Background: an optimization exercise with open tools, aiming at small area, a short achievable clock period and few clock cycles. Do not read the settings as production practice.
In this exercise RTL edits were held to simulation tests only and were not proved equivalent to the original.
Power figures rest on the tool's default switching activity, not on a simulated workload.

== lane 1 ==
Design courier_core, start of the top module:
module courier_core (
    input  wire        clk,
    input  wire        rst,           
    output wire [13:0] imem_addr,
    input  wire [31:0] imem_rdata,
    output wire [9:0]  dmem_addr,
    output wire        dmem_we,
    output wire [3:0]  dmem_be,
    output wire [31:0] dmem_wdata,
    input  wire [31:0] dmem_rdata,
    output reg         halted,
    output reg  [3:0]  halt_cause,    
    output reg  [31:0] halt_info,
    output reg  [14:0] halt_pc
);
    localparam [3:0] C_ILLEGAL = 4'h1, C_IMEM = 4'h2, C_DMEM_RANGE = 4'h3,
                     C_ALIGN = 4'h5, C_TRAP = 4'hB;
    localparam R_ADD = 0, R_AND = 1, R_OR = 2, R_XOR = 3, R_SHR = 4, R_SHL = 5,
               R_SW16 = 6, R_SW32 = 7, R_CRC = 8, R_BFX = 9, R_BFI = 10, R_PASSB = 11;
    localparam NSEL = 12;
    localparam B_REG = 3'd0, B_SIMM = 3'd1, B_ZIMM = 3'd2, B_LUI = 3'd3,
               B_LINK = 3'd4, B_WORD = 3'd5, B_PC = 3'd6;
    reg [31:0] regs [1:31];
    reg [31:1] rv;                  
    reg        fz, fn, fc, fv;
    reg [14:0] pc_f;                
    reg        a_v;                 
    reg [14:0] a_pc;
    reg        a_pt, i_pt;          
    reg [13:0] a_ptgt, i_ptgt;      
    localparam NB = 4;
    reg [NB-1:0] bt_v;
    reg [13:0] bt_tag [0:NB-1];
    reg [13:0] bt_tgt [0:NB-1];
    reg [1:0]  bt_ptr;
    reg        bt_hit;
    reg [13:0] bt_t;
    integer    q;
    always @* begin
        bt_hit = 1'b0;
        bt_t = 14'd0;
        for (q = 0; q < NB; q = q + 1)
            if (bt_v[q] && bt_tag[q] == pc_f[13:0] && !pc_f[14]) begin
                bt_hit = 1'b1;
                bt_t = bt_t | bt_tgt[q];
            end
    end
    reg        i_v;
    reg [14:0] i_pc;
    reg [31:0] i_w;
    reg [4:0]  i_rbp;               
    reg        i_bnext;             
    reg        e_v;
    reg [14:0] e_pc;
    reg [31:0] e_A, e_B;
    reg [1:0]  e_wa, e_wb;          
    reg [15:0] e_imm;
    reg [4:0]  e_rd;
    reg [NSEL-1:0] e_sel;
  ...
Size: roughly 180 I/O pins.
export LEC_CHECK = 0
export ABC_CLOCK_PERIOD_IN_PS = 4000
export CAP_MARGIN = 60
export CORE_MARGIN = 2
export CORE_UTILIZATION = 40
export PLACE_DENSITY = 0.6
export SLEW_MARGIN = 60
create_clock -name core_clock -period 15.0 [get_ports {clk}]
run.sh (not shown) runs the stock make flow with config.mk's settings and CLKGATE_MAP_FILE= SYNTH_SCRIPT=/design/flow/synth_recipe.tcl, a recipe that flattens the netlist after the stock synthesis.
Testbench counts of lane 1, summed over its fixed seeds: cycles 246,413.
Input-level comparison between lane 2 and lane 1:
--- a/flow/design.v
+++ b/flow/design.v
@@ -66,15 +66,14 @@
     reg        e_bok;               
     reg [14:0] e_seq;               
     reg [3:0]  e_cond;
     reg [20:0] e_btgt;
     reg        e_ptrap, e_yield;
     reg [3:0]  e_pcause;
     reg [1:0]  e_shk;               
-    reg [4:0]  e_sh;                
     reg [2:0]  e_cnt;               
     reg        e_mul;
     reg [31:0] e_ms, e_mc;          
     reg        m_v, m_ld;
     reg [4:0]  m_rd;
     reg [31:0] m_res;
     reg [1:0]  m_size, m_lane;
@@ -181,17 +180,18 @@
     wire [31:0] eA = e_A;
     wire [31:0] eB = e_B;
     wire [31:0] bx      = e_sub ? ~eB : eB;
     wire [32:0] sum     = ks_add(eA, bx, e_sub);
     wire        z_add   = ((eA ^ bx) == {(eA[30:0] | bx[30:0]), e_sub});
     wire        add_v   = (eA[31] == bx[31]) && (sum[31] != eA[31]);
     wire [31:0] fhi     = (e_shk == 2'd3) ? eA : (e_shk == 2'd2) ? {32{eA[31]}} : 32'd0;
-    wire [63:0] fsh     = {fhi, eA} >> e_sh;
+    wire [63:0] fsh     = {fhi, eA} >> eB[4:0];
     wire [31:0] shr_r   = fsh[31:0];
-    wire [31:0] shl_r   = eA << e_sh;
+    wire [4:0]  shl_amt = e_sel[R_BFI] ? e_imm[4:0] : eB[4:0];
+    wire [31:0] shl_r   = eA << shl_amt;
     wire [4:0]  bf_p    = e_imm[4:0];
     wire [4:0]  bf_wm1  = e_imm[9:5];
     wire [4:0]  bf_top  = bf_p + bf_wm1;
     reg  [31:0] bf_mask, bfi_m;
     integer k;
     always @* begin
         for (k = 0; k < 32; k = k + 1) begin
@@ -522,23 +522,18 @@
             e_br <= n_br; e_bl <= n_bl; e_bnext <= i_bnext;
             e_bbad <= d_btgt[20] || (d_btgt[19:14] != 6'd0);
             e_jr <= n_jr; e_cond <= di[25:22]; e_btgt <= d_btgt;
             e_pt <= d_pt || i_pt; e_ptb <= i_pt; e_ptgt <= i_ptgt;
             e_seq <= d_link; e_bok <= d_tok;
             e_ptrap <= n_ptrap; e_yield <= n_yield; e_pcause <= n_pcause;
             e_shk <= n_shk; e_mul <= n_mul; e_ms <= 32'd0; e_mc <= 32'd0;
-            e_sh <= n_sel[R_BFI] ? d_imm[4:0] :
-                    (n_sel[R_SHR] || n_sel[R_SHL] || n_sel[R_BFX]) ? d_B[4:0] : 5'd0;
         end else begin
             if (e_wait) begin
                 if (e_wa == 2'd1) e_A <= w_val;
-                if (e_wb == 2'd1) begin
-                    e_B <= w_val;
-                    if (e_sel[R_SHR] || e_sel[R_SHL]) e_sh <= w_val[4:0];
-                end
+                if (e_wb == 2'd1) e_B <= w_val;
             end else if (e_cnt != 3'd0) begin
                 if (e_mul) begin
                     if (e_cnt == 3'd1) begin
                         e_A <= cs_s; e_B <= cs_c;
                     end else begin
                         e_ms <= cs_s; e_mc <= cs_c;
                         e_A <= {eA[23:0], 8'd0};
--- outcome ---
- In lane 2 relative to lane 1, layout buffer count excluding clock buffers had gone down by a little under 10%.
- | post-synthesis compound-gate area fraction | lane 1 vs lane 2 | ≈ equal |
- Number of rows in the core area came out exactly the same in lane 1 and lane 2.
- For sequential share of cell area, lane 1 and lane 2 come out practically identical.
- Compared with lane 1, in lane 2 power grew by about 2%; top fanout value on the critical path went up by about 60%.
Testbench counts of lane 2, summed over its fixed seeds: cycles 246,413.

==> what the ideal ports hide <==
No port has a modelled driver above. Below, the same layouts with a new extraction and two added sets of constraints.
Step 1 (the two cells are an assumption about what drives the block):
set clk [get_ports {clk}]
set_driving_cell -lib_cell sky130_fd_sc_hd__clkbuf_16 $clk
set_driving_cell -lib_cell sky130_fd_sc_hd__buf_2 [delete_from_list [all_inputs] $clk]
Step 2 moves the port delays by t, midway between the first and last clock arrival at a register: inputs arrive t later, outputs are due t later. That takes back most of the time a late clock gives input paths.
Three values: ideal, step 1, step 2; two values: the first two.
| run | t (ns) | setup WS [ns] | cell pins on the clock port's net |
|---|---|---|---|
| lane 1 | 0.932 | 8.806 / 8.806 / 8.643 | 1 |
| lane 2 | 0.953 | 9.152 / 9.152 / 8.968 | 1 |
After both steps setup and hold are still met in every run listed. For lane 2, which loses most, drivers alone change the setup slack by 0.000 ns; drivers and shift together by -0.184 ns.
